This design comes from an exercise in tuning for small area, a short achievable clock period and few clock cycles per item on the open sky130 flow, not from production work. In this exercise RTL edits were held to simulation tests only and were not proved equivalent to the original. No activity file was given, so power comes from the tool's default toggle rates.

Design subblock_chooser, start of the top module:
module subblock_chooser (
    input  wire        clk,
    input  wire        rst,
    input  wire        in_valid,
    output wire        in_ready,
    input  wire        in_first,
    input  wire        in_last,
    input  wire [23:0] in_value,
    input  wire [1:0]  in_hcnt,
    input  wire [23:0] in_hist1,
    input  wire [23:0] in_hist2,
    input  wire [23:0] in_hist3,
    output reg         out_valid,
    input  wire        out_ready,
    output reg  [1:0]  out_mode,
    output reg  [4:0]  out_param,
    output reg  [11:0] out_bits
);
    localparam NK = 23;             
    localparam NC = 4 * NK + 1;     
    localparam ESC = NK;            
    reg        rdy;                 
    reg  [1:0] outst;               
    assign in_ready = rdy;
    wire take     = in_valid && rdy;
    wire take_end = take && in_last;
    wire pop      = out_valid && out_ready;
    reg  [2:0] hold;
    wire [2:0] hold_n = take ? ((in_first && in_last) ? 3'd4 : {1'b0, in_last, in_first})
                             : (hold != 3'd0) ? hold - 3'd1 : 3'd0;
    wire [1:0] outst_n = outst + {1'b0, take_end} - {1'b0, pop};
    always @(posedge clk) begin
        if (rst) begin
            rdy   <= 1'b1;
            outst <= 2'd0;
            hold  <= 2'd0;
        end else begin
            outst <= outst_n;
            hold  <= hold_n;
  ...
Size in the first run: about 1700 flip-flops, ~130 I/O pins, ~94000 µm² of cells after synthesis.
clock: 20.0 ns
lec_check: 0
cap_margin: 50
core_margin: 2
core_utilization: 60
cts_cluster_diameter: 80
cts_cluster_size: 22
place_density: 0.72
slew_margin: 70
run.sh (not shown) runs the stock make flow with config.mk's settings and CLKGATE_MAP_FILE= SYNTH_SCRIPT=/design/flow/synth_recipe.tcl, a recipe that flattens the netlist after the stock synthesis.
Testbench counts at the start, summed over its fixed seeds: cycles 75,117, subblocks 1,280.
Rerun with:
--- a/flow/design.v
+++ b/flow/design.v
@@ -13,69 +13,74 @@
     output reg         out_valid,
     input  wire        out_ready,
     output reg  [1:0]  out_mode,
     output reg  [4:0]  out_param,
     output reg  [11:0] out_bits
 );
     localparam NK = 23;             
     localparam NC = 4 * NK + 1;     
     localparam ESC = NK;            
     reg        rdy;                 
     reg  [1:0] outst;               
     assign in_ready = rdy;
-    wire take     = in_valid && rdy;
+    reg  [2:0] hold;
+    wire       rdyc = (hold == 3'd0) && (outst <= 2'd1);
+    wire take     = in_valid && rdyc;
     wire take_end = take && in_last;
     wire pop      = out_valid && out_ready;
-    reg  [2:0] hold;
     wire [2:0] hold_n = take ? ((in_first && in_last) ? 3'd4 : {1'b0, in_last, in_first})
                              : (hold != 3'd0) ? hold - 3'd1 : 3'd0;
     wire [1:0] outst_n = outst + {1'b0, take_end} - {1'b0, pop};
     always @(posedge clk) begin
         if (rst) begin
             rdy   <= 1'b1;
             outst <= 2'd0;
             hold  <= 2'd0;
         end else begin
             outst <= outst_n;
             hold  <= hold_n;
             rdy   <= (hold_n == 3'd0) && (outst_n <= 2'd1);
         end
     end
     reg        conv, conv2, va, firsta, lasta;
+    reg        inblk;               
     reg [23:0] xa, y1;
     reg [24:0] t1, t2;
     reg [1:0]  ha;
     wire signed [27:0] sx  = $signed(xa);
     wire signed [27:0] sy1 = $signed(y1);
     wire signed [27:0] st1 = $signed(t1);
     wire signed [27:0] st2 = $signed(t2);
     wire signed [27:0] d1  = sx - sy1;
     wire [24:0] c12 = $signed(y1) - $signed(t1);    
     wire [24:0] c23 = t1 - t2;                      
     always @(posedge clk) begin
         if (rst) begin
             conv  <= 1'b0;
             conv2 <= 1'b0;
             va    <= 1'b0;
+            inblk <= 1'b0;
         end else begin
             conv  <= take && in_first;
             conv2 <= conv && lasta;
             va    <= (take && !in_first) || (conv && !lasta) || conv2;
-        end
-        if (take) begin
+            if (take)
+                inblk <= !in_last;
+        end
+        if (rdyc) begin
             xa     <= in_value;
             firsta <= in_first;
             lasta  <= in_last;
         end
-        if (take && in_first) begin
+        if (rdyc && !inblk) begin
             y1 <= (in_hcnt != 2'd0) ? in_hist1 : 24'd0;
             t1 <= {in_hist2[23], in_hist2};
             t2 <= {in_hist3[23], in_hist3};
             ha <= in_hcnt;
         end else if (conv) begin
             t1 <= (ha >= 2'd2) ? c12 : 25'd0;
             t2 <= (ha == 2'd3) ? c23 : (ha == 2'd2) ? c12 : 25'd0;
         end else if (va) begin
             y1 <= xa;
             t1 <= (ha != 2'd0) ? d1[24:0] : 25'd0;
             t2 <= (ha == 2'd3) ? t1 : (ha == 2'd1) ? d1[24:0] : (ha == 2'd2) ? t1 : 25'd0;
             ha <= (ha == 2'd3) ? 2'd3 : ha + 2'd1;
Wire length increases by 3.4%.
Total power rises by 16%.
Setup slack improves by 130 ps.
Utilization came out higher by 0.16 points.
First-iteration DRC count falls by 5.0%.
Sequential share of layout area is lower by 0.12 points.
Clock skew is higher by 34 ps.
Final area is higher by 0.35%.
Testbench counts after the change, summed over its fixed seeds: cycles 75,117, subblocks 1,280.

==> port drivers added, routing unchanged <==
Ports are ideal in the flow. The routed layouts listed here were re-timed in OpenROAD.
Step 1 sets driving cells, clkbuf_16 on the clock port and buf_2 on the other inputs (assumed; they add their load-dependent delay and slew).
Step 2 also shifts input and output timing later by t, the mid clock arrival at the registers, as if the neighbouring blocks saw the same clock.
Three values: no drivers, after step 1, after step 2; two values: the first two.
| run | t (ns) | slack for setup (ns) | hold WS [ns] | clock arrival spread, ns |
|---|---|---|---|---|
| the first run | 0.847 | 14.190 / 14.174 / 13.402 | 0.331 / 0.331 / 0.331 | 0.034 / 0.035 |
| the second run | 0.847 | 14.323 / 14.241 / 14.147 | 0.326 / 0.326 / 0.326 | 0.067 / 0.067 |
After both steps setup and hold are still met in every run listed. For the first run, which loses most, drivers alone change the setup slack by -0.016 ns; drivers and shift together by -0.788 ns.
